What follows belongs to an exercise in optimizing a design on an open flow for small area, a short achievable clock period and few clock cycles; a production flow would make more cautious choices.
Function was checked by simulation only, so behaviour that the tests miss may differ from the original.
No activity file was given, so power comes from the tool's default toggle rates.

$ cat flow/config.mk
export PLATFORM = sky130hd
export DESIGN_NAME = csl_rs_decoder
export DESIGN_NICKNAME = csl_rs_decoder
export VERILOG_FILES = /design/flow/design.v
export SDC_FILE = /design/flow/constraint.sdc
export NUM_CORES = 4
export LEC_CHECK = 0
export CAP_MARGIN = 20
export CORE_MARGIN = 2
export CORE_UTILIZATION = 40
export PLACE_DENSITY = 0.6
export SLEW_MARGIN = 20
$ cat flow/constraint.sdc
create_clock -name core_clock -period 10.0 [get_ports {clk}]
set_input_delay 2.0000 -clock core_clock [delete_from_list [all_inputs] [get_ports {clk}]]
set_output_delay 2.0000 -clock core_clock [all_outputs]
set_load 0.01 [all_outputs]
$ cat flow/design.v
module csl_rs_decoder (
    input  wire        clk,
    input  wire        rst,
    input  wire        in_valid,
    output wire        in_ready,
    input  wire [7:0]  in_data,
    input  wire        in_last,
    output wire        out_valid,
    input  wire        out_ready,
    output wire        out_uncorr,
    output wire [3:0]  out_nerr,
    output wire [63:0] out_pos,
    output wire [63:0] out_val
);
  function [7:0] gf_mul;
    input [7:0] a;
    input [7:0] b;
    integer k;
    reg [7:0] p;
    reg [7:0] s;
    begin
      p = 8'h00;
      s = a;
      for (k = 0; k < 8; k = k + 1) begin
        if (b[k]) p = p ^ s;
        s = {s[6:0], 1'b0} ^ (s[7] ? 8'h1D : 8'h00);
      end
      gf_mul = p;
    end
  endfunction
  function [3:0] g16_mul;
    input [3:0] a;
    input [3:0] b;
    reg [6:0] p;
    begin
      p = ({7{b[0]}} & {3'b000, a}) ^ ({7{b[1]}} & {2'b00, a, 1'b0}) ^
          ({7{b[2]}} & {1'b0, a, 2'b00}) ^ ({7{b[3]}} & {a, 3'b000});
      g16_mul = p[3:0] ^ {p[6:4], 1'b0} ^ {1'b0, p[6:4]};
    end
  endfunction
  function [3:0] g16_inv;
    input [3:0] a;
    begin
      case (a)
        4'h0: g16_inv = 4'h0;  4'h1: g16_inv = 4'h1;  4'h2: g16_inv = 4'h9;  4'h3: g16_inv = 4'hE;
        4'h4: g16_inv = 4'hD;  4'h5: g16_inv = 4'hB;  4'h6: g16_inv = 4'h7;  4'h7: g16_inv = 4'h6;
        4'h8: g16_inv = 4'hF;  4'h9: g16_inv = 4'h2;  4'hA: g16_inv = 4'hC;  4'hB: g16_inv = 4'h5;
        4'hC: g16_inv = 4'hA;  4'hD: g16_inv = 4'h4;  4'hE: g16_inv = 4'h3;  default: g16_inv = 4'h8;
      endcase
    end
  endfunction
  function [7:0] to_comp;
    input [7:0] x;
    begin
      to_comp = ({8{x[0]}} & 8'd1)  ^ ({8{x[1]}} & 8'd43) ^ ({8{x[2]}} & 8'd64)  ^ ({8{x[3]}} & 8'd33) ^
                ({8{x[4]}} & 8'd50) ^ ({8{x[5]}} & 8'd193) ^ ({8{x[6]}} & 8'd72) ^ ({8{x[7]}} & 8'd22);
    end
  endfunction
  function [7:0] from_comp;
    input [7:0] x;
    begin
      from_comp = ({8{x[0]}} & 8'd1)   ^ ({8{x[1]}} & 8'd78) ^ ({8{x[2]}} & 8'd153) ^ ({8{x[3]}} & 8'd68) ^
                  ({8{x[4]}} & 8'd87)  ^ ({8{x[5]}} & 8'd9)  ^ ({8{x[6]}} & 8'd4)   ^ ({8{x[7]}} & 8'd37);
    end
  endfunction
  function [7:0] gf_div;
    input [7:0] a;
    input [7:0] b;
    reg [7:0] ac, bc;
    reg [3:0] a1, a0, b1, b0, c0, hh, ll, mm, nrm, ni, p1, p0;
    begin
      ac = to_comp(a);
      bc = to_comp(b);
      a1 = ac[7:4]; a0 = ac[3:0];
      b1 = bc[7:4]; b0 = bc[3:0];
      c0  = b0 ^ b1;
      nrm = g16_mul(4'hF, g16_mul(b1, b1)) ^ g16_mul(b0, c0);
      ni  = g16_inv(nrm);
      hh = g16_mul(a1, b1);
      ll = g16_mul(a0, c0);
      mm = g16_mul(a1 ^ a0, b1 ^ c0);
      p1 = mm ^ ll;
      p0 = g16_mul(4'hF, hh) ^ ll;
      gf_div = from_comp({g16_mul(p1, ni), g16_mul(p0, ni)});
    end
  endfunction
  function [7:0] alpha_pow;
    input [3:0] j;
    begin
      case (j)
        4'd0:  alpha_pow = 8'h01;  4'd1:  alpha_pow = 8'h02;
        4'd2:  alpha_pow = 8'h04;  4'd3:  alpha_pow = 8'h08;
        4'd4:  alpha_pow = 8'h10;  4'd5:  alpha_pow = 8'h20;
        4'd6:  alpha_pow = 8'h40;  4'd7:  alpha_pow = 8'h80;
        4'd8:  alpha_pow = 8'h1D;  4'd9:  alpha_pow = 8'h3A;
        4'd10: alpha_pow = 8'h74;  4'd11: alpha_pow = 8'hE8;
        4'd12: alpha_pow = 8'hCD;  4'd13: alpha_pow = 8'h87;
        4'd14: alpha_pow = 8'h13;  default: alpha_pow = 8'h26;
      endcase
    end
  endfunction
  function [7:0] alpha_neg;
    input [3:0] i;
    begin
      case (i)
        4'd0: alpha_neg = 8'h01;  4'd1: alpha_neg = 8'h8E;
        4'd2: alpha_neg = 8'h47;  4'd3: alpha_neg = 8'hAD;
        4'd4: alpha_neg = 8'hD8;  4'd5: alpha_neg = 8'h6C;
        4'd6: alpha_neg = 8'h36;  4'd7: alpha_neg = 8'h1B;
        default: alpha_neg = 8'h83;
      endcase
    end
  endfunction
  integer i;
  reg        rdy;           
  reg        iv_q;          
  reg        il_q;
  reg [7:0]  id_q;
  reg [7:0]  acc [0:15];    
  reg        first;         
  reg [7:0]  cnt;           
  reg [7:0]  acc_nx [0:15];
  always @(*) begin
    for (i = 0; i < 16; i = i + 1)
      acc_nx[i] = (first ? 8'h00 : gf_mul(acc[i], alpha_pow(i))) ^ id_q;
  end
  localparam [3:0] BM_IDLE = 4'd0,
                   BM_INIT = 4'd1,
                   BM_DEC1 = 4'd2,
                   BM_DEC2 = 4'd3,
                   BM_PASS = 4'd4,
                   BM_FIN  = 4'd5,
                   BM_OPAS = 4'd6,
                   BM_OFIN = 4'd7,
                   BM_OWR  = 4'd8,
                   BM_DONE = 4'd9;
  reg [3:0]  bst;
  reg [7:0]  sc   [0:15];   
  reg [7:0]  cp   [0:8];    
  reg [7:0]  bs   [0:8];    
  reg [7:0]  gam;
  reg [7:0]  dlt;           
  reg [7:0]  dacc;          
  reg [3:0]  bl;            
  reg [4:0]  bm_m;          
  reg [3:0]  br;            
  reg        bswap;
  reg [4:0]  blnew;
  reg [8:0]  bi_oh;         
  reg [8:0]  bj_oh;         
  reg [8:0]  wi_oh;         
  reg [16:0] ps_oh;         
  reg [7:0]  pipe;          
  reg [3:0]  bk;            
  reg [7:0]  bk_oh;
  reg        b_unc;         
  reg [7:0]  b_nm1;         
  wire       bm_idle = (bst == BM_IDLE);
  reg [7:0] c_rd, b_rd, s_rd;
  always @(*) begin
    c_rd = 8'h00;
    b_rd = 8'h00;
    s_rd = 8'h00;
    for (i = 0; i <= 8; i = i + 1) begin
      c_rd = c_rd | ({8{bi_oh[i]}} & cp[i]);
      b_rd = b_rd | ({8{bj_oh[i]}} & bs[i]);
    end
    for (i = 0; i < 16; i = i + 1)
      s_rd = s_rd | ({8{ps_oh[i+1]}} & sc[i]);
  end
  wire [7:0] newc  = gf_mul(gam, c_rd) ^ gf_mul(dlt, b_rd);
  wire [7:0] dsum  = dacc ^ gf_mul(pipe, s_rd);
  wire       d_swap = (dacc != 8'h00) && ({bl, 1'b0} <= {1'b0, br});
  wire [4:0] d_lnew = d_swap ? ({1'b0, br} + 5'd1 - {1'b0, bl}) : {1'b0, bl};
  wire [5:0] d_j    = {1'b0, blnew} - {1'b0, bm_m};
  wire [4:0] d_s    = {1'b0, br} - blnew + 5'd1;       
  reg        xfer;           
  reg        cact;           
  reg        cfin;           
  reg [7:0]  lc   [0:8];
  reg [7:0]  oc   [0:7];
  reg [3:0]  c_rem;          
  reg        c_last;         
  reg        c_good;         
  reg        c_pz;           
  reg [7:0]  c_pos;
  reg [3:0]  nfound;
  reg        s2_v, s2_z;     
  reg [7:0]  s2_a, s2_b;     
  reg        s3_v;           
  reg [3:0]  s3_p1, s3_p0;   
  reg [3:0]  s3_ni;          
  reg [7:0]  pos_q [0:7];
  reg [7:0]  val_q [0:7];
  reg        ovalid;
  reg        ounc;
  reg [7:0] lam_ev, lam_od, omg_ev;
  always @(*) begin
    lam_ev = 8'h00;
    lam_od = 8'h00;
    omg_ev = 8'h00;
    for (i = 0; i <= 8; i = i + 1) begin
      if (i % 2 == 1) lam_od = lam_od ^ lc[i];
      else            lam_ev = lam_ev ^ lc[i];
    end
    for (i = 0; i < 8; i = i + 1)
      omg_ev = omg_ev ^ oc[i];
  end
  wire       root   = s2_v && s2_z;
  wire       c_stop = (root && c_last) || c_pz;
  wire [3:0] fy_c0 = s2_b[3:0] ^ s2_b[7:4];
  wire [3:0] fy_n  = g16_mul(4'hF, g16_mul(s2_b[7:4], s2_b[7:4])) ^ g16_mul(s2_b[3:0], fy_c0);
  wire [3:0] fy_hh = g16_mul(s2_a[7:4], s2_b[7:4]);
  wire [3:0] fy_ll = g16_mul(s2_a[3:0], fy_c0);
  wire [3:0] fy_mm = g16_mul(s2_a[7:4] ^ s2_a[3:0], s2_b[7:4] ^ fy_c0);
  wire [7:0] fy_val = from_comp({g16_mul(s3_p1, s3_ni), g16_mul(s3_p0, s3_ni)});
  wire [7:0] fy_pos = c_pos + 8'd2;         
  wire       chien_free = !cact && !cfin && !ovalid && !xfer;
  wire       cdone      = cfin && !cact && !s2_v;    
  wire consume    = iv_q && (!il_q || bm_idle);
  wire hand       = iv_q && il_q && bm_idle;
  wire acc_in     = in_valid && rdy;
  wire iv_nx      = acc_in || (iv_q && !consume);
  wire il_nx      = acc_in ? in_last : il_q;
  wire bm_idle_nx = ((bst == BM_DONE) && chien_free) || (bm_idle && !hand);
  always @(posedge clk) begin
    if (rst) begin
      rdy   <= 1'b0;
      iv_q  <= 1'b0;
      first <= 1'b1;
      cnt   <= 8'd0;
    end else begin
      rdy  <= !(iv_nx && il_nx && !bm_idle_nx);
      iv_q <= iv_nx;
      if (consume) begin
        first <= il_q;
        cnt   <= il_q ? 8'd0 : cnt + 8'd1;
      end
    end
    if (acc_in) begin
      id_q <= in_data;
      il_q <= in_last;
    end
    if (consume)
      for (i = 0; i < 16; i = i + 1)
        acc[i] <= acc_nx[i];
  end
  always @(posedge clk) begin
    if (rst) begin
      bst  <= BM_IDLE;
      xfer <= 1'b0;
    end else begin
      xfer <= (bst == BM_DONE) && chien_free;
      case (bst)
        BM_IDLE: if (hand) bst <= BM_INIT;
        BM_INIT: bst <= BM_DEC1;
        BM_DEC1: bst <= (d_lnew > 5'd8) ? BM_DONE : BM_DEC2;
        BM_DEC2: bst <= BM_PASS;
        BM_PASS: if (bi_oh[0]) bst <= BM_FIN;
        BM_FIN:  bst <= (br == 4'd15) ? ((bl == 4'd0) ? BM_DONE : BM_OPAS) : BM_DEC1;
        BM_OPAS: if (bi_oh[0]) bst <= BM_OFIN;
        BM_OFIN: bst <= BM_OWR;
        BM_OWR:  bst <= (bk + 4'd1 == bl) ? BM_DONE : BM_OPAS;
        BM_DONE: if (chien_free) bst <= BM_IDLE;
        default: bst <= BM_IDLE;
      endcase
    end
    if (hand) begin
      for (i = 0; i < 16; i = i + 1)
        sc[i] <= acc_nx[i];
      dacc  <= acc_nx[0];
      b_nm1 <= cnt;
    end
    for (i = 0; i <= 8; i = i + 1)
      if (wi_oh[i]) cp[i] <= pipe;
    wi_oh <= 9'd0;
    case (bst)
      BM_INIT: begin
        for (i = 0; i <= 8; i = i + 1) begin
          cp[i] <= (i == 0) ? 8'h01 : 8'h00;
          bs[i] <= (i == 0) ? 8'h01 : 8'h00;
        end
        gam   <= 8'h01;
        bl    <= 4'd0;
        bm_m  <= 5'd1;
        br    <= 4'd0;
        b_unc <= 1'b0;
      end
      BM_DEC1: begin
        dlt   <= dacc;
        bswap <= d_swap;
        blnew <= d_lnew;
        if (d_lnew > 5'd8) b_unc <= 1'b1;
      end
      BM_DEC2: begin
        bl   <= blnew[3:0];
        for (i = 0; i <= 8; i = i + 1) begin
          bi_oh[i] <= (blnew == i);
          bj_oh[i] <= (d_j == i);
        end
        for (i = 0; i < 17; i = i + 1)
          ps_oh[i] <= (d_s == i);
        pipe <= 8'h00;
        dacc <= 8'h00;
      end
      BM_PASS: begin
        for (i = 0; i <= 8; i = i + 1)
          if (bi_oh[i] && bswap) bs[i] <= c_rd;
        wi_oh <= bi_oh;
        pipe  <= newc;
        dacc  <= dsum;
        bi_oh <= {1'b0, bi_oh[8:1]};
        bj_oh <= {1'b0, bj_oh[8:1]};
        ps_oh <= {ps_oh[15:0], 1'b0};
        if (bi_oh[0]) begin
          if (bswap) begin
            gam  <= dlt;
            bm_m <= 5'd1;
          end else
            bm_m <= bm_m + 5'd1;
        end
      end
      BM_FIN: begin
        dacc  <= (br == 4'd15) ? 8'h00 : dsum;
        br    <= br + 4'd1;
        bk    <= 4'd0;
        bk_oh <= 8'd1;
        bi_oh <= 9'd1;
        ps_oh <= 17'd1;
        pipe  <= 8'h00;
      end
      BM_OPAS: begin
        pipe  <= c_rd;
        dacc  <= dsum;
        bi_oh <= {1'b0, bi_oh[8:1]};
        ps_oh <= {ps_oh[15:0], 1'b0};
      end
      BM_OFIN: begin
        dacc  <= dsum;
      end
      BM_OWR: begin
        for (i = 0; i < 8; i = i + 1)
          if (bk_oh[i]) bs[i] <= dacc;
        bk    <= bk + 4'd1;
        bk_oh <= {bk_oh[6:0], 1'b0};
        bi_oh <= {bk_oh, 1'b0};
        ps_oh <= 17'd1;
        pipe  <= 8'h00;
        dacc  <= 8'h00;
      end
      default: ;
    endcase
  end
  always @(posedge clk) begin
    if (rst) begin
      cact   <= 1'b0;
      cfin   <= 1'b0;
      ovalid <= 1'b0;
      s2_v   <= 1'b0;
      s3_v   <= 1'b0;
    end else begin
      s2_v <= cact && !c_stop;
      s3_v <= root;
      if (xfer) begin
        cact <= !b_unc && (bl != 4'd0);
        cfin <= 1'b1;
      end else if (cact) begin
        if (c_stop) cact <= 1'b0;
      end else if (cdone) begin
        cfin   <= 1'b0;
        ovalid <= 1'b1;
      end
      if (ovalid && out_ready) ovalid <= 1'b0;
    end
    for (i = 0; i <= 8; i = i + 1)
      lc[i] <= xfer ? cp[i] : gf_mul(lc[i], alpha_neg(i));
    for (i = 0; i < 8; i = i + 1)
      oc[i] <= xfer ? bs[i] : gf_mul(oc[i], alpha_neg(i));
    c_pos <= xfer ? b_nm1 : c_pos - 8'd1;
    s2_z <= ((lam_ev ^ lam_od) == 8'h00);
    s2_a <= to_comp(omg_ev);
    s2_b <= to_comp(lam_od);
    s3_p1 <= fy_mm ^ fy_ll;
    s3_p0 <= g16_mul(4'hF, fy_hh) ^ fy_ll;
    s3_ni <= g16_inv(fy_n);
    if (xfer) begin
      c_rem  <= bl;
      c_last <= (bl == 4'd1);
      c_good <= !b_unc && (bl == 4'd0);
      c_pz   <= 1'b0;
      nfound <= 4'd0;
    end else begin
      if (cact) c_pz <= (c_pos == 8'd0);
      if (root) begin
        c_rem  <= c_rem - 4'd1;
        c_last <= (c_rem == 4'd2);
        nfound <= nfound + 4'd1;
        if (c_last) c_good <= 1'b1;
      end
      if (cdone && !c_good) nfound <= 4'd0;
    end
    if (xfer || (cdone && !c_good)) begin
      for (i = 0; i < 8; i = i + 1) begin
        pos_q[i] <= 8'h00;
        val_q[i] <= 8'h00;
      end
    end else if (s3_v) begin
      pos_q[0] <= fy_pos;
      val_q[0] <= fy_val;
      for (i = 1; i < 8; i = i + 1) begin
        pos_q[i] <= pos_q[i-1];
        val_q[i] <= val_q[i-1];
      end
    end
    if (cdone) ounc <= !c_good;
  end
  assign in_ready   = rdy;
  assign out_valid  = ovalid;
  assign out_uncorr = ounc;
  assign out_nerr   = nfound;
  genvar g;
  generate
    for (g = 0; g < 8; g = g + 1) begin : g_out
      assign out_pos[8*g +: 8] = pos_q[g];
      assign out_val[8*g +: 8] = val_q[g];
    end
  endgenerate
endmodule
$ cat flow/flow/run.sh
#!/bin/bash
set -euo pipefail
bash standard.sh SETUP_SLACK_MARGIN=6.6 finish > layout_make.log 2>&1
$ cat flow/standard.sh
#!/bin/bash
# synth_recipe.tcl (not shown) runs the flow's synth.tcl, then flattens the netlist and writes it again
# the make line also repeats each setting of config.mk as NAME=value (left out here)
make -C /OpenROAD-flow-scripts/flow DESIGN_CONFIG=/design/flow/config.mk WORK_HOME=/design/flow/orfs CLKGATE_MAP_FILE= SYNTH_SCRIPT=/design/flow/synth_recipe.tcl "${@:-finish}"
==> results of run 1 <==
-- state kept, by name (all words and copies together), names as in the netlist, 9 cells and up --
| signal | cells |
|---|---|
| val_q | 64 |
| cp | 72 |
| wi_oh | 9 |
| bi_oh | 9 |
| acc | 128 |
| ps_oh | 17 |
| lc | 72 |
| sc | 128 |
| oc | 64 |
| pos_q | 64 |
| bs | 72 |
| bj_oh | 9 |
-- routing by layer --
| metal | share of wire | vias to the layer above | track usage |
|---|---|---|---|
| met1 | 0.46 | 13830 | 0.2803 |
| met3 | 0.060 | 174 | 0.03153 |
| met2 | 0.45 | 829 | 0.3148 |
| met5 | 0.00024 | - | 0 |
| met4 | 0.026 | 6 | 0.05116 |
| li1 | - | 13600 | - |
-- layout by cell type, fill, tap and decap left out, types with 13 or more instances in the layout --
| cell | synthesis | layout |
|---|---|---|
| xnor2_1 | 645 | 644 |
| bufinv_16 | 0 | 13 |
| inv_1 | 52 | 51 |
| a211oi_1 | 16 | 16 |
| nand2_1 | 321 | 317 |
| dfxtp_1 | 393 | 373 |
| a22oi_1 | 65 | 65 |
| a21o_1 | 19 | 19 |
| o21ai_0 | 138 | 138 |
| edfxtp_1 | 466 | 466 |
| nand3_1 | 35 | 34 |
| nor3_1 | 44 | 41 |
| dfxtp_2 | 0 | 17 |
| mux2i_1 | 200 | 200 |
| nand2b_1 | 61 | 61 |
| ha_1 | 46 | 46 |
| clkdlybuf4s15_1 | 0 | 17 |
| and3_1 | 30 | 30 |
| a22o_1 | 53 | 53 |
| a21oi_1 | 56 | 56 |
| xor2_1 | 334 | 333 |
| clkinv_2 | 0 | 16 |
| clkbuf_1 | 163 | 19 |
| buf_4 | 6 | 41 |
| a221oi_1 | 31 | 30 |
| clkbuf_16 | 0 | 96 |
| nor2_1 | 450 | 443 |
| dlygate4sd2_1 | 0 | 111 |
| mux2_2 | 45 | 45 |
| nor2b_1 | 33 | 32 |
-- final timing paths --
kind                    start          end  slack [ps]  depth (start not counted)
setup / recovery  val_q[2][6]  out_val[22]        6670                          1
hold / removal       bs[3][3]     oc[3][3]         440                          2
setup reg to reg     bi_oh[1]      pipe[7]        6740                          9
hold reg to reg      bs[3][3]     oc[3][3]         440                          2
-- stage by stage --
step           hold WS [ps]  setup slack (ps)  cell area (sq um)
2_1_floorplan         421.5              6589              43100
3_3_place_gp          429.0              6233              45560
3_5_place_dp          434.8              6169              45570
4_1_cts               424.1              6603              48740
5_1_grt               460.5              6600              48880
6_report              440.0              6665              48880
-- cell type report --
cell class | count | share of cell area
sequential | 859 | 0.4479
multi-input combinational | 2805 | 0.4097
clock buffer | 120 | 0.05202
tap | 1403 | 0.03591
timing repair buffer | 194 | 0.03515
clock inverter | 53 | 0.01498
inverter | 55 | 0.004301
-- power by group through the flow --
stage | logic [mW] | registers (mW) | clock network, mW
finish | 7.70 | 5.30 | 3.65
global route | 8.57 | 5.38 | 3.87
CTS | 7.78 | 5.30 | 3.73
detailed placement | 7.73 | 5.38 | 0
global placement | 7.66 | 5.38 | 0
floorplan | 6.54 | 4.97 | 0
-- timing repair --
item,CTS,global route
pin swaps,0,1
buffers inserted,0,6
gates resized for setup,170,36
endpoints found under the setup margin,335,226
-- cells by family (layout without fill, tap and decap cells) --
family          after synthesis  count (layout)
simple gates               1039            1039
xor+xnor                    999             999
flops                       859             859
compound gates              473             473
buf+inv                     301             422
mux                         245             245
fa+ha+maj                    49              49
==> impl_metrics.toml, run 1 <==
[place]
place_inst = 5308
dpl.hpwl_um = 77960
gp_congestion = 0.8761
io_buffers = 147

[power_and_ir_drop]
p_per_area_nw_per_um2 = 340.8
p_comb_frac = 0.462
clockPowerShare = 0.219
power.leakage_nw = 18.17
swShare = 0.3696
p_switching_mw = 6.156
vdd.ir_drop.worst_mv = 0.2791
power_frac_seq = 0.318
power_mw = 16.66
p_int_mw = 10.50

[clock_network]
numCtsBuffers = 94
cts.htree.levels = 3
ctsHoldBuffers = 0
cts_root_buffer = "clkbuf_16"
clk_path_buf_depth = 3
cts.clk_slew.worst_paths_ps = 60
clock_sinks = 859
cts_tree = "built"
clkLatencyLatePin_ps = 690

[synth]
synth_most_common_cell = "xnor2_1"
async_reset_ff_frac = 0
synth-warning-count = 10
synth_common_cells = "xnor2_1, edfxtp_1, nor2_1"
synth_top_family_by_area = "XOR/XNOR gates"
synthXorXnorAreaFrac = 0.2082
syn_inst = 3965
synth.distinct_cells = 83
synth_edf_count = 466
synthFlopType = "edfxtp_1"
synthMuxAreaShare = 0.05827
synth_nets = 4027
synth-compound-area-share = 0.07612
seq_area_frac_synth = 0.5078
syn_avg_cell_area_sq_um = 10.86
yosysTopAreaCellShare = 0.3251
synthTopCellsByArea = "edfxtp_1, dfxtp_1, xnor2_1"
synth-seq-cells = 859
synth_fa_ha_area_frac = 0.01476
yosys.area_share.simple = 0.1051
synth_top_area_cell = "edfxtp_1"
synth_area_sq_um = 43050

[global_route]
grt_pass1_wl_um = 170600
antenna_found_initial = 3
grt.overflow.total = 0
grt_max_degree = 96
grt_pass1_vias = 27560
track_usage = 0.1979

[routing]
avgViaCountPerCell = 5.181
routed_wirelength_um = 111300
wl_per_cell_um = 20.28
drc_errors = 0
initialDrtViolationCount = 2621
vias = 28440
drtAntennaViolNets = 0
first_pass_iters = 6

[hold_path]
hp-class = "flop to flop"

[timing]
relSlewSlack = 0.2202
worst_pin_slew_ps = 1159
drv_slew = 0
hold_viol_final = 0
report.final.setup_viol = 0
finalCritPeriodShare = 0.3335
rsz0062_at_grt = "no"
min_period_ps = 3335
max_freq_mhz = 299.9
skew_ps = 66.87
setup_tns_ps = 0

[critical_path]
cp.required_ps = 8000
startpoint_type = "flop"
critPathBufInv = 1
crit_slowest_cell = "dfxtp_1"
critPathKind = "flop to output port"
worst_path_largest_cell_delay_ps = 350
crit_path_cell_trace = "dlygate4sd2_1"
cp_max_fo = 3
crit_arrival_ps = 1330
end_kind = "output port"
path_delay_family = "flip-flops"

[floorplanning]
coreArea_sq_um = 106900
die_h_um = 332.1
dieArea_sq_um = 110300
initial_core_util = 0.4027
die_width_um = 332.1
rows = 120
top_level_ports = 148

[final_layout]
fin_util = 0.4572
multi_input_comb_area_sq_um = 20030
nFillCells = 9880
ff_latch_area_sq_um = 21890
diodes = 0
area_growth_pct = 13.54
stdcell_count = 5489
fin_nets = 4071
drive_above_1_share = 0.08076

[status]
outcome = "finished clean"

[job]
maxCapViolCount = 0
Testbench counts, summed over its fixed seeds: cycles 73,265.
==> run 2, diff against run 1 <==
==> flow/flow/run.sh (replaced) <==
#!/bin/bash
set -euo pipefail
bash standard.sh SETUP_SLACK_MARGIN=6.6 "BUFFER_PORTS_ARGS=-buffer_cell sky130_fd_sc_hd__buf_2" finish > layout_make.log 2>&1
--- a/flow/config.mk
+++ b/flow/config.mk
@@ -8,5 +8,6 @@
 export CAP_MARGIN = 20
 export CORE_MARGIN = 2
-export CORE_UTILIZATION = 40
-export PLACE_DENSITY = 0.6
+export CORE_UTILIZATION = 55
+export CTS_CLUSTER_SIZE = 30
+export PLACE_DENSITY = 0.65
 export SLEW_MARGIN = 20
==> run 2 against run 1 <==
  * Global-route usage grew 6.7 points
  * Utilization up 16 points
  * Clock-buffer cell count grew 5
  * First-iteration DRC count down 1.4%
  * Critical path type is now flop to flop
==> impl_metrics.toml, run 2 <==
[routing]
initialDrtViolationCount = 2583
avgViaCountPerCell = 5.592
routed_wirelength_um = 108100
first_pass_iters = 6
vias = 28610
wl_per_cell_um = 21.13
drc_errors = 0
drtAntennaViolNets = 0

[floorplanning]
dieArea_sq_um = 80530
rows = 102
die_h_um = 283.8
coreArea_sq_um = 77470
top_level_ports = 148
die_width_um = 283.8
initial_core_util = 0.5557

[final_layout]
area_growth_pct = 10.93
stdcell_count = 5116
layout_common_cells = "xnor2_1, edfxtp_1, nor2_1"
drive_above_1_share = 0.1114
fin_nets = 4062
fin_util = 0.6165
largestRegisters = "acc: 128 flops, sc: 128 flops"
final_common_cell = "xnor2_1"
diodes = 0

[power_and_ir_drop]
vdd.ir_drop.worst_mv = 0.3288
power.leakage_nw = 17.89
p_per_area_nw_per_um2 = 350.1

[place]
gp_congestion = 0.9251
io_buffers = 147
dpl.hpwl_um = 75860
place_inst = 4941

[synth]
synth_fa_ha_area_frac = 0.01476
synth_nets = 4027
synthTopCellsByArea = "edfxtp_1, dfxtp_1, xnor2_1"
synth_top_area_cell = "edfxtp_1"
yosys.area_share.simple = 0.1051
yosysTopAreaCellShare = 0.3251
synth_edf_count = 466
syn_inst = 3965
synthFlopType = "edfxtp_1"
synth_common_cells = "xnor2_1, edfxtp_1, nor2_1"
syn_avg_cell_area_sq_um = 10.86
synthXorXnorAreaFrac = 0.2082
synth-seq-cells = 859
synth_most_common_cell = "xnor2_1"
synthMuxAreaShare = 0.05827
synth_area_sq_um = 43050
synth_top_family_by_area = "XOR/XNOR gates"
seq_area_frac_synth = 0.5078
synth-compound-area-share = 0.07612
async_reset_ff_frac = 0
synth.distinct_cells = 83
synth-warning-count = 10

[critical_path]
reg2reg_slack_ps = 6710
cp_max_fo = 11
rr_worst_depth = 9
critPathKind = "flop to flop"
crit_arrival_ps = 3650
reg2reg_from = "bi_oh[3]"
startpoint_type = "flop"
endpoint = "pipe[5]"
end_kind = "flop"
timing.rr.end = "pipe[5]"
crit_start = "bi_oh[3]"
cp.required_ps = 10360

[clock_network]
clock_sinks = 859
cts_tree = "built"
cts_root_buffer = "clkbuf_16"
ctsHoldBuffers = 0
clkLatencyLatePin_ps = 650
clk_path_buf_depth = 3
cts.clk_slew.worst_paths_ps = 60
numCtsBuffers = 92
cts.htree.levels = 3

[status]
outcome = "finished clean"

[global_route]
antenna_found_initial = 0
grt_max_degree = 106
grt_pass1_wl_um = 166600
grt.overflow.total = 0
track_usage = 0.2648
grt_pass1_vias = 27310

[timing]
skew_ps = 27.66
relSlewSlack = 0.2085
min_period_ps = 3286
hold_viol_final = 0
drv_slew = 0
report.final.setup_viol = 0
setup_tns_ps = 0
rsz0062_at_grt = "no"
worst_pin_slew_ps = 1176
finalCritPeriodShare = 0.3286
max_freq_mhz = 304.3

[job]
maxCapViolCount = 0

[hold_path]
hp-class = "flop to flop"
run 2: cell counts after synthesis:
Identical to the previous run, type by type.
run 2: critical path, stage by stage, from the launching register on:
cell and delay (ps):
edfxtp_1 580, a222oi_1 600, nand3_2 270, o21ai_2 200, xnor2_1 190, xnor3_1 460
xnor3_1 200, xnor2_1 150, xnor2_1 240, o22ai_1 120
run 2: repair_timing:
item,in CTS,in global routing
resized for setup,3,12
setup endpoints to repair,90,70
pin swaps,0,1
hold endpoints to repair,0,0
buffers inserted,0,4
run 2: how the worst min path moves through the flow:
stage | slack, ps | cells after the start | from | to
2_1_floorplan | 420 | 2 | b_nm1[0] | c_pos[0]
3_3_place_gp | 430 | 2 | b_nm1[2] | c_pos[2]
3_5_place_dp | 430 | 2 | b_nm1[2] | c_pos[2]
4_1_cts | 450 | 2 | b_nm1[0] | c_pos[0]
5_1_grt | 470 | 2 | b_nm1[0] | c_pos[0]
6_report | 440 | 2 | b_nm1[0] | c_pos[0]
run 2: power breakdown:
group          switching (mW)  total [mW]  internal (mW)
sequential              0.783        5.31           4.53
clock                    1.44        3.61           2.17
combinational            3.97        7.80           3.83
total                    6.19        16.7           10.5
run 2: kinds of logic after synthesis:
kind of cell	after synthesis
AO/OA/AOI/OAI	473
XOR/XNOR	999
AND/OR/NAND/NOR	1039
buffers and inverters	301
flip-flops	859
adder cells (fa/ha/maj)	49
multiplexers	245
run 2: per-stage QoR:
stage / power, mW / hold WS [ps] / instance area [sq um] / setup slack [ps]
after floorplan: 11.51 / 421.5 / 43100 / 6589
after global placement: 13.03 / 430.0 / 44340 / 6552
after detailed placement: 13.11 / 434.8 / 44340 / 6432
after CTS: 16.77 / 445.4 / 47620 / 6410
after global routing: 17.89 / 465.4 / 47750 / 6574
final: 16.72 / 441.5 / 47750 / 6714
run 2: layout make-up:
type                            instances  area [sq um]
Fill cell                            6337         29710
Sequential cell                       859         21870
Multi-Input combinational cell       2805         20050
Clock buffer                          125          2675
Tap cell                             1040          1301
Timing Repair Buffer                  187          1049
Clock inverter                         45         591.8
Inverter                               55         210.2
run 2: metal layers:
metal | vias to the layer above | wire, um | track usage
met5 | - | 0 | 0
met4 | 0 | 2437 | 0.06640
met3 | 174 | 7937 | 0.04277
met2 | 1084 | 48810 | 0.4118
met1 | 13750 | 48900 | 0.3863
li1 | 13600 | - | -
==> run 3, diff against run 2 <==
--- a/flow/config.mk
+++ b/flow/config.mk
@@ -9,5 +9,4 @@
 export CORE_MARGIN = 2
 export CORE_UTILIZATION = 55
-export CTS_CLUSTER_SIZE = 30
 export PLACE_DENSITY = 0.65
 export SLEW_MARGIN = 20
==> run 3 against run 2 <==
  * First-iteration DRC count unchanged
  * Setup slack is the same
  * Synthesized cell count unchanged
  * Fmax unchanged
  * Final cell count unchanged
  * Synthesized area unchanged
  * Design area is the same
==> impl_metrics.toml, run 3 <==
[synth]
async_reset_ff_frac = 0
yosysTopAreaCellShare = 0.3251
synth-warning-count = 10
syn_avg_cell_area_sq_um = 10.86
synth_common_cells = "xnor2_1, edfxtp_1, nor2_1"
synthTopCellsByArea = "edfxtp_1, dfxtp_1, xnor2_1"
synth_area_sq_um = 43050
synthFlopType = "edfxtp_1"
seq_area_frac_synth = 0.5078
syn_inst = 3965
synth_most_common_cell = "xnor2_1"
synth_top_area_cell = "edfxtp_1"
synth-seq-cells = 859
synth.distinct_cells = 83
synth_nets = 4027
synth_edf_count = 466

[timing]
setup_tns_ps = 0
worst_slack_ps = 6714
drv_slew = 0
report.final.setup_viol = 0
hold_slack_ps = 441.5
hold_viol_final = 0
finalCritPeriodShare = 0.3286
rsz0062_at_grt = "no"
worst_pin_slew_ps = 1176
relSlewSlack = 0.2085
max_freq_mhz = 304.3
min_period_ps = 3286
skew_ps = 27.66

[floorplanning]
initial_core_util = 0.5557
rows = 102
top_level_ports = 148
coreArea_sq_um = 77470
die_width_um = 283.8
die_h_um = 283.8
dieArea_sq_um = 80530

[place]
place_ws_ps = 6432
dpl.hpwl_um = 75860
gp_congestion = 0.9251
io_buffers = 147

[critical_path]
startpoint_type = "flop"
reg2reg_from = "bi_oh[3]"
cp_max_fo = 11
crit_arrival_ps = 3650
rr_worst_depth = 9
timing.rr.end = "pipe[5]"
cp.required_ps = 10360
critPathKind = "flop to flop"
end_kind = "flop"
reg2reg_slack_ps = 6710

[global_route]
grt.overflow.total = 0
antenna_found_initial = 0
grt_pass1_wl_um = 166600
grt_max_degree = 106
grt_pass1_vias = 27310
track_usage = 0.2648

[power_and_ir_drop]
vdd.ir_drop.worst_mv = 0.3288
p_switching_mw = 6.192
power_mw = 16.72
p_comb_frac = 0.466
swShare = 0.3704
power_frac_seq = 0.317
power.leakage_nw = 17.89
p_int_mw = 10.53
clockPowerShare = 0.216
p_per_area_nw_per_um2 = 350.1

[routing]
drtAntennaViolNets = 0
initialDrtViolationCount = 2583
vias = 28610
drc_errors = 0
routed_wirelength_um = 108100
avgViaCountPerCell = 5.592
wl_per_cell_um = 21.13
first_pass_iters = 6

[clock_network]
clkLatencyLatePin_ps = 650
cts.htree.levels = 3
cts_root_buffer = "clkbuf_16"
clk_path_buf_depth = 3
cts_tree = "built"
cts.clk_slew.worst_paths_ps = 60
ctsHoldBuffers = 0
numCtsBuffers = 92
clock_sinks = 859

[final_layout]
area_growth_pct = 10.93
nFillCells = 6337
drive_above_1_share = 0.1114
layout_common_cells = "xnor2_1, edfxtp_1, nor2_1"
fin_nets = 4062
diodes = 0
largestRegisters = "acc: 128 flops, sc: 128 flops"
final_common_cell = "xnor2_1"

[hold_path]
worstHoldPathCells = 2
hold_end = "c_pos[0]"
holdCritStartpoint = "b_nm1[0]"
hp-class = "flop to flop"

[job]
maxCapViolCount = 0

[status]
outcome = "finished clean"
[run 3: cell counts in the layout (fill, tap and decap cells not counted)]
Identical to the previous run, type by type.
[run 3: kinds of logic after synthesis]
logic type / count (synthesis) / synth area share
XOR/XNOR: 999 / 0.2082
flip-flops: 859 / 0.5078
adder cells (fa/ha/maj): 49 / 0.01476
AND/OR/NAND/NOR: 1039 / 0.1051
AO/OA/AOI/OAI: 473 / 0.07612
buffers and inverters: 301 / 0.02976
multiplexers: 245 / 0.05827
[run 3: layout make-up]
cell class / count / area (sq um) / area share
Sequential cell: 859 / 21870 / 0.4580
Multi-Input combinational cell: 2805 / 20050 / 0.4199
Clock buffer: 125 / 2675 / 0.05602
Tap cell: 1040 / 1301 / 0.02725
Timing Repair Buffer: 187 / 1049 / 0.02196
Clock inverter: 45 / 591.8 / 0.01239
Inverter: 55 / 210.2 / 0.004402
[run 3: worst max-delay path by stage]
stage | from | endpoint | cells past startpoint | slack [ps]
6_report | bi_oh[3] | pipe[5] | 9 | 6710
4_1_cts | bst[0] | bs[2][1] | 5 | 6410
2_1_floorplan | bst[3] | dacc[0] | 5 | 6590
5_1_grt | bi_oh[3] | pipe[7] | 9 | 6570
3_5_place_dp | bst[0] | bs[4][4] | 5 | 6430
3_3_place_gp | bst[2] | gam[3] | 5 | 6550
[run 3: power groups by stage]
stage | combinational, mW | clock [mW] | sequential, mW
6_report | 7.80 | 3.61 | 5.31
3_3_place_gp | 7.65 | 0 | 5.38
4_1_cts | 7.80 | 3.67 | 5.30
3_5_place_dp | 7.74 | 0 | 5.37
2_1_floorplan | 6.54 | 0 | 4.97
5_1_grt | 8.69 | 3.81 | 5.38
[run 3: what timing repair did]
| item | CTS | global route |
|---|---|---|
| setup endpoints to repair | 90 | 70 |
| setup buffers | 0 | 4 |
| gates resized for setup | 3 | 12 |
| pin swaps | 0 | 1 |
[run 3: worst max-delay path, stage by stage (launching register included)]
cell and delay (ps):
edfxtp_1 580, a222oi_1 600, nand3_2 270, o21ai_2 200
xnor2_1 190, xnor3_1 460, xnor3_1 200, xnor2_1 150
xnor2_1 240, o22ai_1 120
[run 3: layer usage]
metal  vias to the layer above  GRT usage  part of all wire
li1                      13600          -                 -
met1                     13750     0.3863              0.45
met2                      1084     0.4118              0.45
met3                       174    0.04277             0.073
met4                         0    0.06640             0.023
met5                         -          0                 0
[run 3: stage by stage]
stage,util,instance area [sq um],cells
finish,0.6165,47750,5116
global route,0.6165,47750,5116
CTS,0.6147,47620,5111
detailed placement,0.5724,44340,4941
global placement,0.5724,44340,4941
floorplan,-,43100,3965
==> run 4, diff against run 3 <==
--- a/flow/config.mk
+++ b/flow/config.mk
@@ -9,4 +9,5 @@
 export CORE_MARGIN = 2
 export CORE_UTILIZATION = 55
+export CTS_BUF_LIST = sky130_fd_sc_hd__clkbuf_8
 export PLACE_DENSITY = 0.65
 export SLEW_MARGIN = 20
==> run 4 against run 3 <==
  * Still clean
  * Highest routed layer unchanged
  * Critical endpoint is now out_val[52]
  * First-iteration DRC count grew 4.4%
  * Hold slack lost 8.1 ps
  * Global-route usage grew 0.29 points
  * Setup slack lost 37 ps
  * Synthesized area is the same
  * Utilization shrank 0.55 points
  * Clock skew grew 5.0 ps
  * Sequential share of layout area grew 0.45 points
==> impl_metrics.toml, run 4 <==
[status]
outcome = "finished clean"

[final_layout]
layout_common_cells = "xnor2_1, edfxtp_1, nor2_1"
stdcell_count = 5204
final_cell_area_sq_um = 47330
drive_above_1_share = 0.1232
area_growth_pct = 9.943
fin_nets = 4113
final_common_cell = "xnor2_1"
largestRegisters = "acc: 128 flops, sc: 128 flops"
nFillCells = 6453

[place]
place_ws_ps = 6432
dpl-instance-area_sq_um = 44340
place_inst = 4941
dpl.hpwl_um = 75860
io_buffers = 147
gp_congestion = 0.9251

[critical_path]
crit_arrival_ps = 1320
cp.required_ps = 8000
worst_path_largest_cell_delay_ps = 360
critPathBufInv = 1
critPathKind = "flop to output port"
path_delay_family = "flip-flops"
cp_max_fo = 3
crit_slowest_cell = "dfxtp_1"
startpoint_type = "flop"
crit_path_cell_trace = "buf_2"
end_kind = "output port"

[clock_network]
numCtsBuffers = 144
clock_sinks = 859
cts.clk_slew.worst_paths_ps = 60
cts.htree.levels = 4
cts_root_buffer = "clkbuf_8"
cts_tree = "built"
clk_path_buf_depth = 3
clkLatencyLatePin_ps = 810

[timing]
min_period_ps = 3323
setup_tns_ps = 0
relSlewSlack = 0.1789
hold_slack_ps = 433.3
worst_pin_slew_ps = 1220
max_freq_mhz = 300.9
report.final.setup_viol = 0
worst_slack_ps = 6677
hold_viol_final = 0
drv_slew = 0
rsz0062_at_grt = "no"
skew_ps = 32.67
finalCritPeriodShare = 0.3323

[floorplanning]
dieArea_sq_um = 80530
initial_core_util = 0.5557
die_h_um = 283.8
top_level_ports = 148
coreArea_sq_um = 77470
die_width_um = 283.8
rows = 102

[routing]
wl_per_cell_um = 20.93
first_pass_iters = 6
avgViaCountPerCell = 5.548
routed_wirelength_um = 108900
drtAntennaViolNets = 0
initialDrtViolationCount = 2696
vias = 28870
drc_errors = 0

[synth]
synth-seq-cells = 859
synth_top_area_cell = "edfxtp_1"
yosysTopAreaCellShare = 0.3251
synth-warning-count = 10
synth_common_cells = "xnor2_1, edfxtp_1, nor2_1"
syn_inst = 3965
synthTopCellsByArea = "edfxtp_1, dfxtp_1, xnor2_1"
synth_edf_count = 466
synth_most_common_cell = "xnor2_1"
async_reset_ff_frac = 0
seq_area_frac_synth = 0.5078
synth.distinct_cells = 83
synthFlopType = "edfxtp_1"
synth_area_sq_um = 43050
syn_avg_cell_area_sq_um = 10.86
synth_nets = 4027

[power_and_ir_drop]
vdd.ir_drop.worst_mv = 0.3269
power.leakage_nw = 17.93
p_per_area_nw_per_um2 = 341.3

[global_route]
grt_pass1_wl_um = 167400
grt.overflow.total = 0
grt_max_degree = 106
grt_pass1_vias = 27740
track_usage = 0.2677
antenna_found_initial = 1

[hold_path]
hp-class = "flop to flop"

[job]
maxCapViolCount = 0
[run 4: cell counts after synthesis]
No cell type changed its count.
[run 4: what timing repair did]
item | in CTS | in global routing
resized for setup | 20 | 11
gates cloned | 0 | 0
hold buffers | 0 | 0
hold endpoints to repair | 0 | 0
pin swaps | 0 | 1
setup buffers | 0 | 3
setup endpoints to repair | 107 | 71
[run 4: logic make-up (layout without fill, tap and decap cells)]
logic type / Yosys count / count (layout) / share of synthesized area
adders and majority gates: 49 / 49 / 0.01476
xor gates and xnor gates: 999 / 999 / 0.2082
other: 0 / 1 / 0
and+or+nand+nor: 1039 / 1039 / 0.1051
AOI/OAI and AO/OA: 473 / 473 / 0.07612
buffers and inverters: 301 / 499 / 0.02976
muxes: 245 / 245 / 0.05827
DFF: 859 / 859 / 0.5078
[run 4: cell type report]
| cell class | count | area, sq um | share of cell area |
|---|---|---|---|
| Clock buffer | 165 | 2271 | 0.04798 |
| Inverter | 55 | 210.2 | 0.004441 |
| Antenna cell | 1 | 2.502 | 0.00005287 |
| Sequential cell | 859 | 21890 | 0.4626 |
| Timing Repair Buffer | 186 | 1047 | 0.02213 |
| Multi-Input combinational cell | 2805 | 20050 | 0.4236 |
| Clock inverter | 93 | 556.8 | 0.01176 |
| Tap cell | 1040 | 1301 | 0.02749 |
[run 4: worst paths after layout]
path | start | depth (start not counted) | slack, ps | endpoint
hold reg to reg | b_nm1[7] | 2 | 430 | c_pos[7]
setup reg to reg | bj_oh[1] | 9 | 6720 | pipe[5]
hold / removal | b_nm1[7] | 2 | 430 | c_pos[7]
setup / recovery | val_q[6][4] | 1 | 6680 | out_val[52]
[run 4: metrics by stage]
stage | utilization | power (mW)
floorplan | - | 11.51
global placement | 0.5724 | 13.03
detailed placement | 0.5724 | 13.11
CTS | 0.6093 | 16.22
global route | 0.6110 | 17.34
finish | 0.6110 | 16.15
[run 4: per-layer routing]
layer,up-vias,track usage,part of all wire
li1,13720,-,-
met1,13870,0.3857,0.45
met2,1098,0.4097,0.45
met3,181,0.05105,0.075
met4,0,0.08082,0.023
met5,-,0,0
[run 4: power breakdown]
part / switching [mW] / internal (mW) / total (mW)
Clock: 1.47 / 1.58 / 3.06
Combinational: 3.97 / 3.82 / 7.79
Sequential: 0.784 / 4.53 / 5.31
Total: 6.22 / 9.93 / 16.2
==> run 5, diff against run 4 <==
--- a/flow/config.mk
+++ b/flow/config.mk
@@ -9,5 +9,5 @@
 export CORE_MARGIN = 2
 export CORE_UTILIZATION = 55
-export CTS_BUF_LIST = sky130_fd_sc_hd__clkbuf_8
+export CTS_BUF_LIST = sky130_fd_sc_hd__clkbuf_4
 export PLACE_DENSITY = 0.65
 export SLEW_MARGIN = 20
==> run 5 against run 4 <==
  * Still clean on timing, DRC and antenna
  * Critical path depth did not move
  * Design area rose by 4.3%
  * Setup slack worse by 300 ps
  * Sequential share of layout area decreased by 1.6 points
  * Power is 0.41% higher
  * Wire length grew 4.5%
==> impl_metrics.toml, run 5 <==
[synth]
synth_area_sq_um = 43050
synthFlopType = "edfxtp_1"
synthTopCellsByArea = "edfxtp_1, dfxtp_1, xnor2_1"
synth_nets = 4027
syn_inst = 3965
async_reset_ff_frac = 0
syn_avg_cell_area_sq_um = 10.86
seq_area_frac_synth = 0.5078
synth.distinct_cells = 83
synth_most_common_cell = "xnor2_1"
synth_edf_count = 466
yosysTopAreaCellShare = 0.3251
synth-seq-cells = 859
synth_common_cells = "xnor2_1, edfxtp_1, nor2_1"
synth-warning-count = 10
synth_top_area_cell = "edfxtp_1"

[global_route]
grt_pass1_vias = 29360
antenna_found_initial = 3
track_usage = 0.2769
grt.overflow.total = 0
grt_pass1_wl_um = 172600
grt_max_degree = 106

[critical_path]
worst_path_largest_cell_delay_ps = 370
cp_max_fo = 1
critPathKind = "flop to output port"
path_delay_family = "flip-flops"
critPathBufInv = 1
end_kind = "output port"
crit_arrival_ps = 1620
startpoint_type = "flop"
cp.required_ps = 8000
crit_slowest_cell = "edfxtp_1"
crit_path_cell_trace = "buf_2"

[routing]
first_pass_iters = 6
initialDrtViolationCount = 2630
drc_errors = 0
routed_wirelength_um = 113900
drtAntennaViolNets = 0
wl_per_cell_um = 20.81
vias = 30250
avgViaCountPerCell = 5.528

[power_and_ir_drop]
power_mw = 16.22
p_per_area_nw_per_um2 = 328.6
vdd.ir_drop.worst_mv = 0.3265
power.leakage_nw = 18.81

[timing]
report.final.setup_viol = 0
worst_pin_slew_ps = 1161
drv_slew = 0
hold_slack_ps = 442.1
setup_tns_ps = 0
finalCritPeriodShare = 0.3623
hold_viol_final = 0
max_freq_mhz = 276.0
relSlewSlack = 0.2188
skew_ps = 74.72
rsz0062_at_grt = "yes"
min_period_ps = 3623

[final_layout]
stdcell_count = 5472
fin_nets = 4309
final_common_cell = "xnor2_1"
layout_common_cells = "xnor2_1, edfxtp_1, nor2_1"
largestRegisters = "acc: 128 flops, sc: 128 flops"
drive_above_1_share = 0.2044
area_growth_pct = 14.67

[place]
place_inst = 4941
gp_congestion = 0.9251
io_buffers = 147
dpl.hpwl_um = 75860

[floorplanning]
coreArea_sq_um = 77470
dieArea_sq_um = 80530
rows = 102
die_h_um = 283.8
top_level_ports = 148
initial_core_util = 0.5557
die_width_um = 283.8

[clock_network]
cts.clk_slew.worst_paths_ps = 60
clk_path_buf_depth = 3
clkLatencyLatePin_ps = 1110
cts_root_buffer = "clkbuf_4"
cts.htree.levels = 4
cts_tree = "built"
numCtsBuffers = 217
clock_sinks = 859

[hold_path]
hp-class = "flop to flop"

[status]
outcome = "finished clean"

[job]
maxCapViolCount = 0
## run 5: per-stage QoR
step                      setup slack, ps  instance area (sq um)    util
after floorplan                      6589                  43100       -
after global placement               6552                  44340  0.5724
after detailed placement             6432                  44340  0.5724
after CTS                            6275                  49070  0.6335
after global routing                 6287                  49360  0.6371
final                                6377                  49360  0.6372
## run 5: final timing paths
| path | slack (ps) | cells after the start | startpoint | end |
|---|---|---|---|---|
| max | 6380 | 1 | ounc | out_uncorr |
| min | 440 | 2 | b_nm1[4] | c_pos[4] |
| max reg2reg | 6680 | 9 | bi_oh[3] | pipe[5] |
| min reg2reg | 440 | 2 | b_nm1[4] | c_pos[4] |
## run 5: where the power goes
group	switching [mW]	total [mW]	leakage, nW	internal, mW
sequential	0.784	5.31	7.57	4.52
combinational	3.97	7.80	9.53	3.82
clock	1.47	3.12	1.71	1.64
total	6.23	16.2	18.8	9.99
## run 5: area by class of cell
| cell class | count | area (sq um) |
|---|---|---|
| diodes | 10 | 25.02 |
| multi-input cells | 2805 | 20040 |
| well taps | 1040 | 1301 |
| clock buffers | 325 | 2440 |
| fillers | 6161 | 28100 |
| inverters | 55 | 210.2 |
| flip-flops and latches | 859 | 22060 |
| repair buffers | 309 | 2813 |
| clock inverters | 69 | 474.2 |
## run 5: routing by layer
metal  vias up  track usage  share of wire
met5         -            0        0.00021
met4         2       0.1012          0.028
met3       236      0.06415          0.084
met2      1301       0.4292           0.46
met1     14440       0.3798           0.43
li1      14270            -              -
## run 5: cells by family after synthesis
logic type                 count (synthesis)  share of synthesized area
DFF                                      859                     0.5078
xor gates and xnor gates                 999                     0.2082
adders and majority gates                 49                    0.01476
buffers and inverters                    301                    0.02976
and+or+nand+nor                         1039                     0.1051
AOI/OAI and AO/OA                        473                    0.07612
muxes                                    245                    0.05827
## run 5: timing repair
item	CTS	global route
resized for setup	283	15
hold buffers	0	0
setup endpoints to repair	224	201
setup buffers	103	22
pin swaps	1	1
==> run 6, diff against run 5 <==
==> flow/flow/run.sh (replaced) <==
#!/bin/bash
set -euo pipefail
bash standard.sh SETUP_SLACK_MARGIN=6.8 "BUFFER_PORTS_ARGS=-buffer_cell sky130_fd_sc_hd__buf_2" finish > layout_make.log 2>&1
--- a/flow/config.mk
+++ b/flow/config.mk
@@ -9,5 +9,4 @@
 export CORE_MARGIN = 2
 export CORE_UTILIZATION = 55
-export CTS_BUF_LIST = sky130_fd_sc_hd__clkbuf_4
 export PLACE_DENSITY = 0.65
 export SLEW_MARGIN = 20
==> run 6 against run 5 <==
  * Still clean on timing, DRC and antenna
  * Utilization is 1.6 points lower
  * Synthesized cell count stayed put
  * Register-to-register slack better by 150 ps
  * Global-route usage is 1.2 points lower
  * Sequential power is 0.8% lower
  * Wire length is 4.8% lower
  * First-iteration DRC count hardly changed
  * Design area is 2.5% lower
  * Sequential cell count stayed put
  * Die area stayed put
==> impl_metrics.toml, run 6 <==
[final_layout]
final_common_cell = "xnor2_1"
largestRegisters = "acc: 128 flops, sc: 128 flops"
ff_latch_area_sq_um = 21970
nFillCells = 6376
fin_nets = 4093
drive_above_1_share = 0.1392
multi_input_comb_area_sq_um = 20190
layout_common_cells = "xnor2_1, edfxtp_1, nor2_1"
area_growth_pct = 11.79
final_cell_area_sq_um = 48120
diodes = 0

[clock_network]
cts_tree = "built"
cts.htree.levels = 3
clock_sinks = 859
clkLatencyLatePin_ps = 650
cts.clk_slew.worst_paths_ps = 60
cts_root_buffer = "clkbuf_16"
clk_path_buf_depth = 3
numCtsBuffers = 91

[timing]
min_period_ps = 3171
relSlewSlack = 0.2598
setup_tns_ps = 0
drv_slew = 0
max_freq_mhz = 315.4
finalCritPeriodShare = 0.3171
hold_viol_final = 0
skew_ps = 23.19
report.final.setup_viol = 0
worst_pin_slew_ps = 1110
rsz0062_at_grt = "yes"

[critical_path]
crit_slowest_cell = "edfxtp_1"
crit_arrival_ps = 1170
crit_path_cell_trace = "buf_2"
crit_start = "ounc"
reg2reg_from = "dlt[5]"
timing.rr.end = "pipe[4]"
critPathKind = "flop to output port"
endpoint = "out_uncorr"
cp.depth = 1
reg2reg_slack_ps = 6830
path_delay_family = "flip-flops"
worst_path_largest_cell_delay_ps = 370
cp_max_fo = 1
startpoint_type = "flop"
rr_worst_depth = 9
cp.required_ps = 8000
end_kind = "output port"
critPathBufInv = 1

[synth]
synth_most_common_cell = "xnor2_1"
synth-warning-count = 10
synthFlopType = "edfxtp_1"
syn_avg_cell_area_sq_um = 10.86
syn_inst = 3965
synth_top_area_cell = "edfxtp_1"
synth.distinct_cells = 83
seq_area_frac_synth = 0.5078
synth_area_sq_um = 43050
synth_nets = 4027
yosysTopAreaCellShare = 0.3251
synth-seq-cells = 859
async_reset_ff_frac = 0
synthTopCellsByArea = "edfxtp_1, dfxtp_1, xnor2_1"
synth_common_cells = "xnor2_1, edfxtp_1, nor2_1"
synth_edf_count = 466

[floorplanning]
rows = 102
top_level_ports = 148
coreArea_sq_um = 77470
die_width_um = 283.8
die_h_um = 283.8
initial_core_util = 0.5557
dieArea_sq_um = 80530

[routing]
routed_wirelength_um = 108400
wl_per_cell_um = 21.06
first_pass_iters = 6
dr_wl_met3_um = 7356
top_layer = "met5"
drc_errors = 0
initialDrtViolationCount = 2632
wl_met1_um = 49020
dr_wl_met2_um = 49470
avgViaCountPerCell = 5.618
vias = 28920
drtAntennaViolNets = 0

[status]
outcome = "finished clean"

[hold_path]
hp-class = "flop to flop"

[global_route]
grt_pass1_wl_um = 167000
grt.overflow.total = 0
antenna_found_initial = 1
grt_pass1_vias = 27550
track_usage = 0.2648
grt_max_degree = 139

[power_and_ir_drop]
p_per_area_nw_per_um2 = 346.4
vdd.ir_drop.worst_mv = 0.3220
power.leakage_nw = 18.02

[place]
gp_congestion = 0.8993
dpl.hpwl_um = 74770
dpl-instance-area_sq_um = 44360
io_buffers = 147

[job]
maxCapViolCount = 0
==> run 6: cell counts after synthesis <==
No cell type changed its count.
==> run 6: worst min-delay path: stages, from the launching register on <==
cell      delay, ps
edfxtp_1        320
nand2_1          50
o21ai_0          50
==> run 6: worst min-delay path by stage <==
stage | end | depth (start not counted) | startpoint
floorplan | c_pos[0] | 2 | b_nm1[0]
detailed placement | c_pos[3] | 2 | b_nm1[3]
CTS | c_pos[0] | 2 | b_nm1[0]
global placement | c_pos[3] | 2 | b_nm1[3]
finish | c_pos[0] | 2 | b_nm1[0]
global route | c_pos[5] | 2 | b_nm1[5]
==> run 6: stage by stage <==
| stage | hold slack, ps | std cells | setup slack (ps) | total power [mW] | utilization |
|---|---|---|---|---|---|
| after floorplan | 421.5 | 3965 | 6589 | 11.53 | - |
| after global placement | 429.1 | 4936 | 5991 | 12.99 | 0.5721 |
| after detailed placement | 438.6 | 4937 | 5910 | 13.09 | 0.5726 |
| after CTS | 440.0 | 5113 | 6787 | 16.61 | 0.6150 |
| after global routing | 467.5 | 5148 | 6652 | 17.80 | 0.6212 |
| final | 444.1 | 5148 | 6829 | 16.67 | 0.6212 |
==> run 6: cells by family (layout without fill, tap and decap cells) <==
kind of cell,Yosys count,in the layout,synth area share
simple gates,1039,1040,0.1051
xor+xnor,999,999,0.2082
flops,859,859,0.5078
compound gates,473,473,0.07612
buf+inv,301,443,0.02976
mux,245,245,0.05827
fa+ha+maj,49,49,0.01476
==> run 6: layout make-up <==
type                       instances  area share
timing repair buffer             217     0.02785
sequential                       859      0.4566
tap                             1040     0.02704
timing repair inverter             1   0.0001040
clock buffer                     122     0.05426
multi-input combinational       2806      0.4196
clock inverter                    48     0.01022
inverter                          55    0.004368
==> run 6: per-layer routing <==
layer  up-vias  GRT usage
li1      13670          -
met1     14010     0.3863
met2      1061     0.4129
met3       188    0.04092
met4         2    0.06720
met5         -          0
==> run 6: repair_timing <==
action,CTS,global route
hold buffers,0,0
gates resized for setup,57,87
setup buffers,5,33
pin swaps,1,7
cloned,1,1
setup endpoints to repair,246,191
==> run 6: power breakdown <==
group	switching (mW)	leakage (nW)	internal, mW
registers	0.746	7.54	4.52
clock network	1.42	1.51	2.05
logic	4.01	8.97	3.92
total	6.17	18.0	10.5
==> run 7, diff against run 6 <==
==> flow/flow/run.sh (replaced) <==
#!/bin/bash
set -euo pipefail
bash standard.sh SETUP_SLACK_MARGIN=6.8 "BUFFER_PORTS_ARGS=-buffer_cell sky130_fd_sc_hd__buf_2" \
  "CTS_ARGS=-sink_clustering_enable -repair_clock_nets -sink_clustering_size 24 -sink_clustering_max_diameter 120 -buf_list sky130_fd_sc_hd__clkbuf_16" \
  finish > layout_make.log 2>&1
--- a/flow/config.mk
+++ b/flow/config.mk
@@ -6,4 +6,5 @@
 export NUM_CORES = 4
 export LEC_CHECK = 0
+export ABC_AREA = 1
 export CAP_MARGIN = 20
 export CORE_MARGIN = 2
==> run 7 against run 6 <==
  * Non-clock buffer count down 30
  * Sequential power increased by 13%
  * Synthesized cell count grew 38%
  * Hold slack improved by 8.8 ps
  * Clock-buffer cell count down 79
  * Critical endpoint unchanged
  * Highest routed layer unchanged
==> impl_metrics.toml, run 7 <==
[critical_path]
end_kind = "output port"
crit_slowest_cell = "edfxtp_1"
reg2reg_slack_ps = 6880
worst_path_largest_cell_delay_ps = 470
crit_path_cell_trace = "buf_2"
reg2reg_from = "bj_oh[4]"
cp.required_ps = 8000
path_delay_family = "flip-flops"
crit_arrival_ps = 1280
crit_start = "ounc"
startpoint_type = "flop"
cp_max_fo = 1
critPathKind = "flop to output port"
critPathBufInv = 1

[synth]
synth-warning-count = 10
syn_inst = 5485
synth_top_area_cell = "edfxtp_1"
yosys.area_share.simple = 0.2126
synth.distinct_cells = 59
synth_area_sq_um = 46190
async_reset_ff_frac = 0
synthMuxAreaShare = 0.009751
syn_avg_cell_area_sq_um = 8.422
synth-seq-cells = 859
synth_nets = 5547
seq_area_frac_synth = 0.4733
synth-compound-area-share = 0.06140
synth_common_cells = "nand2_1, edfxtp_1, xor2_1"
synth_most_common_cell = "nand2_1"
synthTopCellsByArea = "edfxtp_1, dfxtp_1, nand2_1"
synth_fa_ha_area_frac = 0.01376
synth_top_family_by_area = "simple AND/OR/NAND/NOR gates"
yosysTopAreaCellShare = 0.3029
synth_edf_count = 466
synthFlopType = "edfxtp_1"
synthXorXnorAreaFrac = 0.1686

[timing]
hold_viol_final = 0
report.final.setup_viol = 0
relSlewSlack = 0.3005
drv_slew = 0
worst_pin_slew_ps = 1043
min_period_ps = 3279
rsz0062_at_grt = "yes"
skew_ps = 34.43
setup_tns_ps = 0
finalCritPeriodShare = 0.3279
max_freq_mhz = 304.9

[routing]
drc_errors = 0
initialDrtViolationCount = 2905
dr_wl_met3_um = 8014
top_layer = "met5"
wl_per_cell_um = 18.81
first_pass_iters = 6
wl_met1_um = 53490
dr_wl_met2_um = 57290
vias = 35270
routed_wirelength_um = 123900
avgViaCountPerCell = 5.355
drtAntennaViolNets = 0

[clock_network]
cts_tree = "built"
cts.htree.levels = 2
cts_root_buffer = "clkbuf_16"
clk_path_buf_depth = 3
cts.clk_slew.worst_paths_ps = 100
clkLatencyLatePin_ps = 630
ctsHoldBuffers = 0
numCtsBuffers = 42
clock_sinks = 859

[global_route]
track_usage = 0.2824
antenna_found_initial = 3
grt_pass1_vias = 32530
grt_max_degree = 96
grt.overflow.total = 0
grt_pass1_wl_um = 189800

[final_layout]
largestRegisters = "acc: 128 flops, sc: 128 flops"
drive_above_1_share = 0.07902
area_growth_pct = 5.872
ff_latch_area_sq_um = 21920
layout_common_cells = "nand2_1, edfxtp_1, inv_1"
nFillCells = 7554
final_cell_area_sq_um = 48910
final_common_cell = "nand2_1"
fin_nets = 5548
multi_input_comb_area_sq_um = 21620
fin_util = 0.5862

[floorplanning]
coreArea_sq_um = 83420
initial_core_util = 0.5537
top_level_ports = 148
dieArea_sq_um = 86320
rows = 106
die_h_um = 293.8
die_width_um = 293.8

[power_and_ir_drop]
vdd.ir_drop.worst_mv = 0.3818
power.leakage_nw = 21.02
power_mw = 19.52
p_per_area_nw_per_um2 = 399.1

[status]
outcome = "finished clean"

[place]
gp_congestion = 0.9680
io_buffers = 147
dpl-instance-area_sq_um = 47530
dpl.hpwl_um = 90980

[job]
maxCapViolCount = 0

[hold_path]
hp-class = "flop to flop"
holdCritStartpoint = "ovalid"
[run 7: cell count changes after synthesis, sizes merged, moves of 166 or more]
cell,previous run,this run
mux2i,200,0
nand3,36,258
xnor2,650,399
nand2,323,1792
a21oi,56,222
nor2,450,275
inv,54,465
[run 7: worst paths after layout]
path,to,depth (start not counted)
max,out_uncorr,1
min,ovalid,1
max reg2reg,pipe[4],16
min reg2reg,ovalid,1
[run 7: final cells by class]
cell class	instances	area share
antenna	1	0.00005117
clock buffer	43	0.02200
clock inverter	20	0.002072
inverter	469	0.03628
multi-input combinational	3927	0.4421
sequential	859	0.4482
tap	1080	0.02763
timing repair buffer	187	0.02167
[run 7: report_power, final]
group	internal (mW)	switching, mW
combinational	4.54	7.10
sequential	4.88	1.06
clock	0.790	1.15
[run 7: stage by stage]
stage	worst slack, ps	std cells	hold slack [ps]
CTS	6675	6575	445.7
global placement	6575	6512	426.6
detailed placement	6600	6512	443.3
floorplan	6207	5485	421.5
global route	6690	6586	475.4
finish	6721	6586	452.9
[run 7: timing repair]
item,CTS,global route
pin swaps,0,2
gates cloned,0,0
gates resized for setup,25,30
setup buffers,0,8
endpoints found under the setup margin,103,186
[run 7: kinds of logic after synthesis]
family                     Yosys count
and+or+nand+nor                   2434
xor gates and xnor gates           865
DFF                                859
buffers and inverters              699
AOI/OAI and AO/OA                  539
adders and majority gates           49
muxes                               40
[run 7: metal layers]
| metal | vias to the layer above | track usage |
|---|---|---|
| met5 | - | 0 |
| met4 | 2 | 0.1068 |
| met3 | 230 | 0.03255 |
| met2 | 1132 | 0.4632 |
| met1 | 16510 | 0.3846 |
| li1 | 17400 | - |
==> run 8, diff against run 7 <==
--- a/flow/config.mk
+++ b/flow/config.mk
@@ -6,5 +6,4 @@
 export NUM_CORES = 4
 export LEC_CHECK = 0
-export ABC_AREA = 1
 export CAP_MARGIN = 20
 export CORE_MARGIN = 2
==> run 8 against run 7 <==
  * Combinational power down 32%
  * Sequential power shrank 11%
  * Via count is 19% lower
  * Non-clock buffer count is 30 higher
  * Critical path type unchanged
  * Global-route usage decreased by 2.2 points
  * Critical endpoint unchanged
==> impl_metrics.toml, run 8 <==
[job]
maxCapViolCount = 0

[final_layout]
diodes = 0
final_common_cell = "xnor2_1"
drive_above_1_share = 0.1125
fin_nets = 4043
area_growth_pct = 7.057
nFillCells = 6594
largestRegisters = "acc: 128 flops, sc: 128 flops"

[critical_path]
crit_path_cell_trace = "buf_2"
cp_max_fo = 1
crit_slowest_cell = "edfxtp_1"
crit_start = "ounc"
worst_path_largest_cell_delay_ps = 380
startpoint_type = "flop"
rr_worst_depth = 9
reg2reg_from = "ps_oh[9]"
cp.depth = 1
path_delay_family = "flip-flops"
end_kind = "output port"
critPathBufInv = 1
endpoint = "out_uncorr"

[timing]
skew_ps = 26.10
rsz0062_at_grt = "yes"
hold_viol_final = 0
report.final.setup_viol = 0
hold_slack_ps = 457.4
setup_tns_ps = 0
max_freq_mhz = 316.2
worst_pin_slew_ps = 1139

[floorplanning]
coreArea_sq_um = 77470
top_level_ports = 148
dieArea_sq_um = 80530
initial_core_util = 0.5557
die_h_um = 283.8

[place]
io_buffers = 147
dpl.hpwl_um = 74770
gp_congestion = 0.8993

[synth]
synth_most_common_cell = "xnor2_1"
syn_inst = 3965
synth_top_area_cell = "edfxtp_1"
synth-seq-cells = 859
synthFlopType = "edfxtp_1"
yosysTopAreaCellShare = 0.3251
synth.distinct_cells = 83
synth_edf_count = 466
seq_area_frac_synth = 0.5078
synth_nets = 4027

[clock_network]
numCtsBuffers = 41
clk_path_buf_depth = 3
clock_sinks = 859
cts_tree = "built"
clkLatencyLatePin_ps = 630

[routing]
wl_per_cell_um = 21.19
first_pass_iters = 6
initialDrtViolationCount = 2521
drc_errors = 0
routed_wirelength_um = 107000
avgViaCountPerCell = 5.641
drtAntennaViolNets = 0
vias = 28490

[status]
outcome = "finished clean"

[global_route]
track_usage = 0.2601
antenna_found_initial = 2
grt_pass1_wl_um = 164500
grt_max_degree = 139

[power_and_ir_drop]
power.leakage_nw = 17.14
p_per_area_nw_per_um2 = 326.5
power_mw = 15.05
vdd.ir_drop.worst_mv = 0.3220

[hold_path]
holdCritStartpoint = "b_nm1[3]"
hp-class = "flop to flop"
-- run 8: cell types whose count changed in the layout (fill, tap and decap cells not counted), sizes merged, moves of 33 or more --
cell    previous run  this run
nor2b              0        33
xnor2            399       650
xor2             463       339
a22o               0        53
inv              482        81
nand2b             1        61
o21ai            258       144
mux2i              0       200
a21oi            222        56
nor2             275       451
a22oi              0        67
nand2           1792       323
a221oi             0        33
nand3            258        36
-- run 8: how the worst min path moves through the flow --
| stage | endpoint | slack (ps) | cells past startpoint |
|---|---|---|---|
| 3_5_place_dp | c_pos[3] | 440 | 2 |
| 4_1_cts | c_pos[3] | 460 | 2 |
| 6_report | c_pos[3] | 460 | 2 |
| 3_3_place_gp | c_pos[3] | 430 | 2 |
| 5_1_grt | b_nm1[7] | 480 | 0 |
| 2_1_floorplan | c_pos[0] | 420 | 2 |
-- run 8: cells by family (layout without fill, tap and decap cells) --
kind of cell    after synthesis  in the layout  synth area share
mux                         245            245           0.05827
xor+xnor                    999            999            0.2082
compound gates              473            473           0.07612
fa+ha+maj                    49             49           0.01476
simple gates               1039           1040            0.1051
buf+inv                     301            345           0.02976
flops                       859            859            0.5078
-- run 8: stage by stage --
step | cells | setup slack, ps
2_1_floorplan | 3965 | 6589
3_3_place_gp | 4936 | 5991
3_5_place_dp | 4937 | 5910
4_1_cts | 5014 | 6802
5_1_grt | 5050 | 6663
6_report | 5050 | 6837
-- run 8: layout make-up --
cell class	count	area [sq um]	share of cell area
tap	1040	1301	0.02823
inverter	55	210.2	0.004561
timing repair inverter	1	5.005	0.0001086
timing repair buffer	217	1294	0.02807
clock inverter	31	150.1	0.003258
clock buffer	41	1026	0.02226
multi-input combinational	2806	20160	0.4375
sequential	859	21940	0.4760
-- run 8: metal layers --
layer  track usage  up-vias  wire, um
met1        0.3883    13820     48530
met4       0.05582        4      2079
met3       0.02950      126      7318
met2        0.4079     1040     49060
li1              -    13500         -
met5             0        -        26
-- run 8: where the power goes --
group          total, mW  switching (mW)  internal (mW)
sequential          5.26           0.746           4.52
clock               1.88            1.12          0.761
combinational       7.91            3.99           3.92
-- run 8: repair_timing --
action | 4_1_cts | 5_1_grt
setup endpoints to repair | 228 | 190
gates resized for setup | 35 | 64
setup buffers | 4 | 34
hold buffers | 0 | 0
gates cloned | 1 | 1
pin swaps | 1 | 4

Re-timed with assumed drivers on the ports (clkbuf_16 on the clock, buf_2 on other inputs), run 8 has 6.769 ns of setup slack against 6.837 ns with ideal ports, and 6.845 ns once port delays also move by the mid clock arrival of 0.680 ns.
